This is an optimization exercise on Yosys and OpenROAD, whose aim is small area, a short achievable clock period and few clock cycles per item, not a production implementation.
Only simulation tests tie the RTL to the original design; equivalence was not proved.

// beam_pulse
module beam_pulse (
    input  wire         clk,
    input  wire         rst,
    input  wire [12:0]  cfg_pitch,         
    input  wire [1:0]   cfg_just_mode,
    input  wire [1:0]   cfg_acc_init,
    input  wire [179:0] cfg_exp,           
    input  wire [191:0] cfg_wlaw,          
    input  wire         in_valid,
    output wire         in_ready,
    input  wire [14:0]  in_x,
    input  wire [3:0]   in_level,
    input  wire [3:0]   in_level_left,     
    input  wire [3:0]   in_level_right,    
    input  wire         in_frame_start,    
    input  wire [11:0]  in_fofs,           
    input  wire [11:0]  in_fgain,          
    output reg  [11:0]  node_addr_a,
    output reg  [11:0]  node_addr_b,
    input  wire [31:0]  node_data_a,
    input  wire [31:0]  node_data_b,
    output wire         out_valid,
    input  wire         out_ready,
    output reg  [12:0]  out_off,           
    output reg  [11:0]  out_gt,
    output reg  [4:0]   out_w,             
    output reg  [4:0]   out_j,             
    output reg  [20:0]  out_a,             
    output reg  [20:0]  out_e,             
    output reg  [1:0]   out_acc            
);
clock: 16.0 ns
lec_check: 0
abc_clock_period_in_ps: 7000
cap_margin: 20
core_margin: 2
core_utilization: 40
place_density: 0.6
slew_margin: 20
run.sh (not shown) runs the stock make flow with config.mk's settings and CLKGATE_MAP_FILE= SYNTH_SCRIPT=/design/flow/synth_recipe.tcl, a recipe that flattens the netlist after the stock synthesis.
The starting point completed with no timing, DRC or antenna violations.
Testbench counts at the start, summed over its fixed seeds: cycles 1,768, items 1,600.
Next try:
Settings changed: ABC_CLOCK_PERIOD_IN_PS 7000 to default.
=>
- register-to-register slack hardly moves
- cell area is unchanged
- worst setup slack is unchanged
- utilization does not change
- worst hold slack does not change
- cell count stays the same
- sequential cell count is unchanged


Another version of the RTL of beam_pulse (not shown whole).
Size in the first run: ~6000 cells after synthesis, about 470 flip-flops, ~610 I/O pins.
clock: 16.0 ns
lec_check: 0
cap_margin: 20
core_margin: 2
core_utilization: 40
place_density: 0.6
slew_margin: 20
standard.sh (not shown) runs the stock make flow with config.mk's settings and CLKGATE_MAP_FILE= SYNTH_SCRIPT=/design/flow/synth_recipe.tcl, a recipe that flattens the netlist after the stock synthesis.
==> flow/flow/run.sh <==
#!/bin/bash
set -euo pipefail
bash standard.sh SETUP_SLACK_MARGIN=9 "BUFFER_PORTS_ARGS=-buffer_cell sky130_fd_sc_hd__buf_1" finish \
    > run_standard.log 2>&1
The first run ran to the end with no violations.
Testbench counts at the start, summed over its fixed seeds: cycles 1,704, items 1,600.
Next try:
==> flow/flow/run.sh (replaced) <==
#!/bin/bash
set -euo pipefail
bash standard.sh SETUP_SLACK_MARGIN=9.5 "BUFFER_PORTS_ARGS=-buffer_cell sky130_fd_sc_hd__buf_1" finish \
    > run_standard.log 2>&1
=> The new run passed the timing, design-rule and antenna checks; final cell count rose by 1.3%; worst hold slack gains 0.0076 ns.
Next try:
==> flow/flow/run.sh (replaced) <==
#!/bin/bash
set -euo pipefail
bash standard.sh SETUP_SLACK_MARGIN=9 "BUFFER_PORTS_ARGS=-buffer_cell sky130_fd_sc_hd__buf_1" finish \
    > run_standard.log 2>&1
--- a/flow/config.mk
+++ b/flow/config.mk
@@ -10,2 +10,4 @@
 export CORE_UTILIZATION = 40
+export CTS_CLUSTER_DIAMETER = 120
+export CTS_CLUSTER_SIZE = 20
 export PLACE_DENSITY = 0.6
After rerunning: Synthesized cell count does not change; die area does not change; non-clock buffer count goes down by 108; wire length goes down by 2.8%; setup slack gets better by 0.049 ns.


v45:
Another version of the RTL of beam_pulse (not shown whole).
Size: roughly 5900 cells after synthesis, ~470 flip-flops, about 610 I/O pins, ~0.055 mm2 of cells after synthesis.
==> flow/design.v (excerpt) <==
module beam_pulse (
    input  wire         clk,
    input  wire         rst,
    input  wire [12:0]  cfg_pitch,         
    input  wire [1:0]   cfg_just_mode,
    input  wire [1:0]   cfg_acc_init,
    input  wire [179:0] cfg_exp,           
    input  wire [191:0] cfg_wlaw,          
    input  wire         in_valid,
    output wire         in_ready,
    input  wire [14:0]  in_x,
    input  wire [3:0]   in_level,
    input  wire [3:0]   in_level_left,     
    input  wire [3:0]   in_level_right,    
    input  wire         in_frame_start,    
    input  wire [11:0]  in_fofs,           
    input  wire [11:0]  in_fgain,          
    output reg  [11:0]  node_addr_a,
    output wire [11:0]  node_addr_b,
    input  wire [31:0]  node_data_a,
    input  wire [31:0]  node_data_b,
    output wire         out_valid,
    input  wire         out_ready,
    output reg  [12:0]  out_off,           
    output reg  [11:0]  out_gt,
    output reg  [4:0]   out_w,             
    output reg  [4:0]   out_j,             
    output reg  [20:0]  out_a,             
    output reg  [20:0]  out_e,             
    output reg  [1:0]   out_acc            
);
    wire [12:0] pitch_lim = (cfg_pitch < 13'd16)   ? 13'd16 :
                            (cfg_pitch > 13'd4096) ? 13'd4096 : cfg_pitch;
    reg  [12:0] p;
    always @(posedge clk) p <= pitch_lim;
    wire [12:0] h    = {1'b0, p[12:1]};              
  ...
clock: 16.0 ns
lec_check: 0
cap_margin: 20
core_margin: 2
core_utilization: 40
place_density: 0.6
slew_margin: 20
==> flow/flow/run.sh <==
#!/bin/bash
set -euo pipefail
bash standard.sh SETUP_SLACK_MARGIN=9.5 finish > run_standard.log 2>&1
v45 did not stop at any stage, and its layout met the timing, design-rule and antenna checks.
Testbench counts of v45, summed over its fixed seeds: cycles 1,704, items 1,600.
What v42 does differently from v45 at the input level:
==> flow/flow/run.sh <==
#!/bin/bash
set -euo pipefail
bash standard.sh SETUP_SLACK_MARGIN=9 "BUFFER_PORTS_ARGS=-buffer_cell sky130_fd_sc_hd__buf_1" finish \
    > run_standard.log 2>&1
Results
v42 ended with every stage complete and zero timing, DRC or antenna violations. From v45 to v42 the numbers moved as follows: wire length now sits lower, number of instances in the placed design flat, register-to-register slack -0.06 ns.
## Diff of input files: v29 against v42
==> flow/flow/run.sh <==
#!/bin/bash
set -euo pipefail
bash standard.sh SETUP_SLACK_MARGIN=9.5 "BUFFER_PORTS_ARGS=-buffer_cell sky130_fd_sc_hd__buf_1" finish \
    > run_standard.log 2>&1
Findings:
- v42 -> v29: final hold slack flat
- Clock-buffer cell count came out higher on v29 than on v42.
- Per the comparison of v29 with v42, cell area now larger; worst setup slack now smaller.

-- what the ideal ports hide --
Ports are ideal in the flow. The routed layouts listed here were re-timed in OpenROAD. Step 1, drivers: a clkbuf_16 drives clk and a buf_2 each remaining input, both assumed. Step 2, shift: input delay + t, output delay - t, t = (earliest + latest rising clock arrival at the registers) / 2. This alone moves slack from input paths to output paths. Slacks: ideal ports / drivers / drivers and shift; pairs: ideal ports / drivers.
run | t, ns | setup WS [ns] | worst setup path after step 2 | clock arrival spread, ns | pins driven straight from the clock port
the first run of note 1 | 0.731 | 0.244 / 0.244 / 0.244 | register to register | 0.089 / 0.089 | 1
the second run of note 1 | 0.731 | 0.244 / 0.244 / 0.244 | register to register | 0.089 / 0.089 | 1
the first run of note 2 | 0.712 | 8.826 / 8.751 / 8.375 | input to register | 0.039 / 0.039 | 1
the second run of note 2 | 0.714 | 8.785 / 8.713 / 8.374 | input to register | 0.039 / 0.039 | 1
the third run of note 2 | 0.726 | 8.833 / 8.752 / 8.362 | input to register | 0.040 / 0.041 | 1
v45 | 0.752 | 8.879 / 8.842 / 8.348 | input to register | 0.032 / 0.032 | 1
v42 | 0.734 | 8.816 / 8.816 / 8.380 | input to register | 0.053 / 0.054 | 1
v29 | 0.744 | 8.754 / 8.754 / 8.381 | input to register | 0.039 / 0.040 | 1
After both steps setup and hold are still met in every run listed. For v45, which loses most, drivers alone change the setup slack by -0.037 ns; drivers and shift together by -0.531 ns.
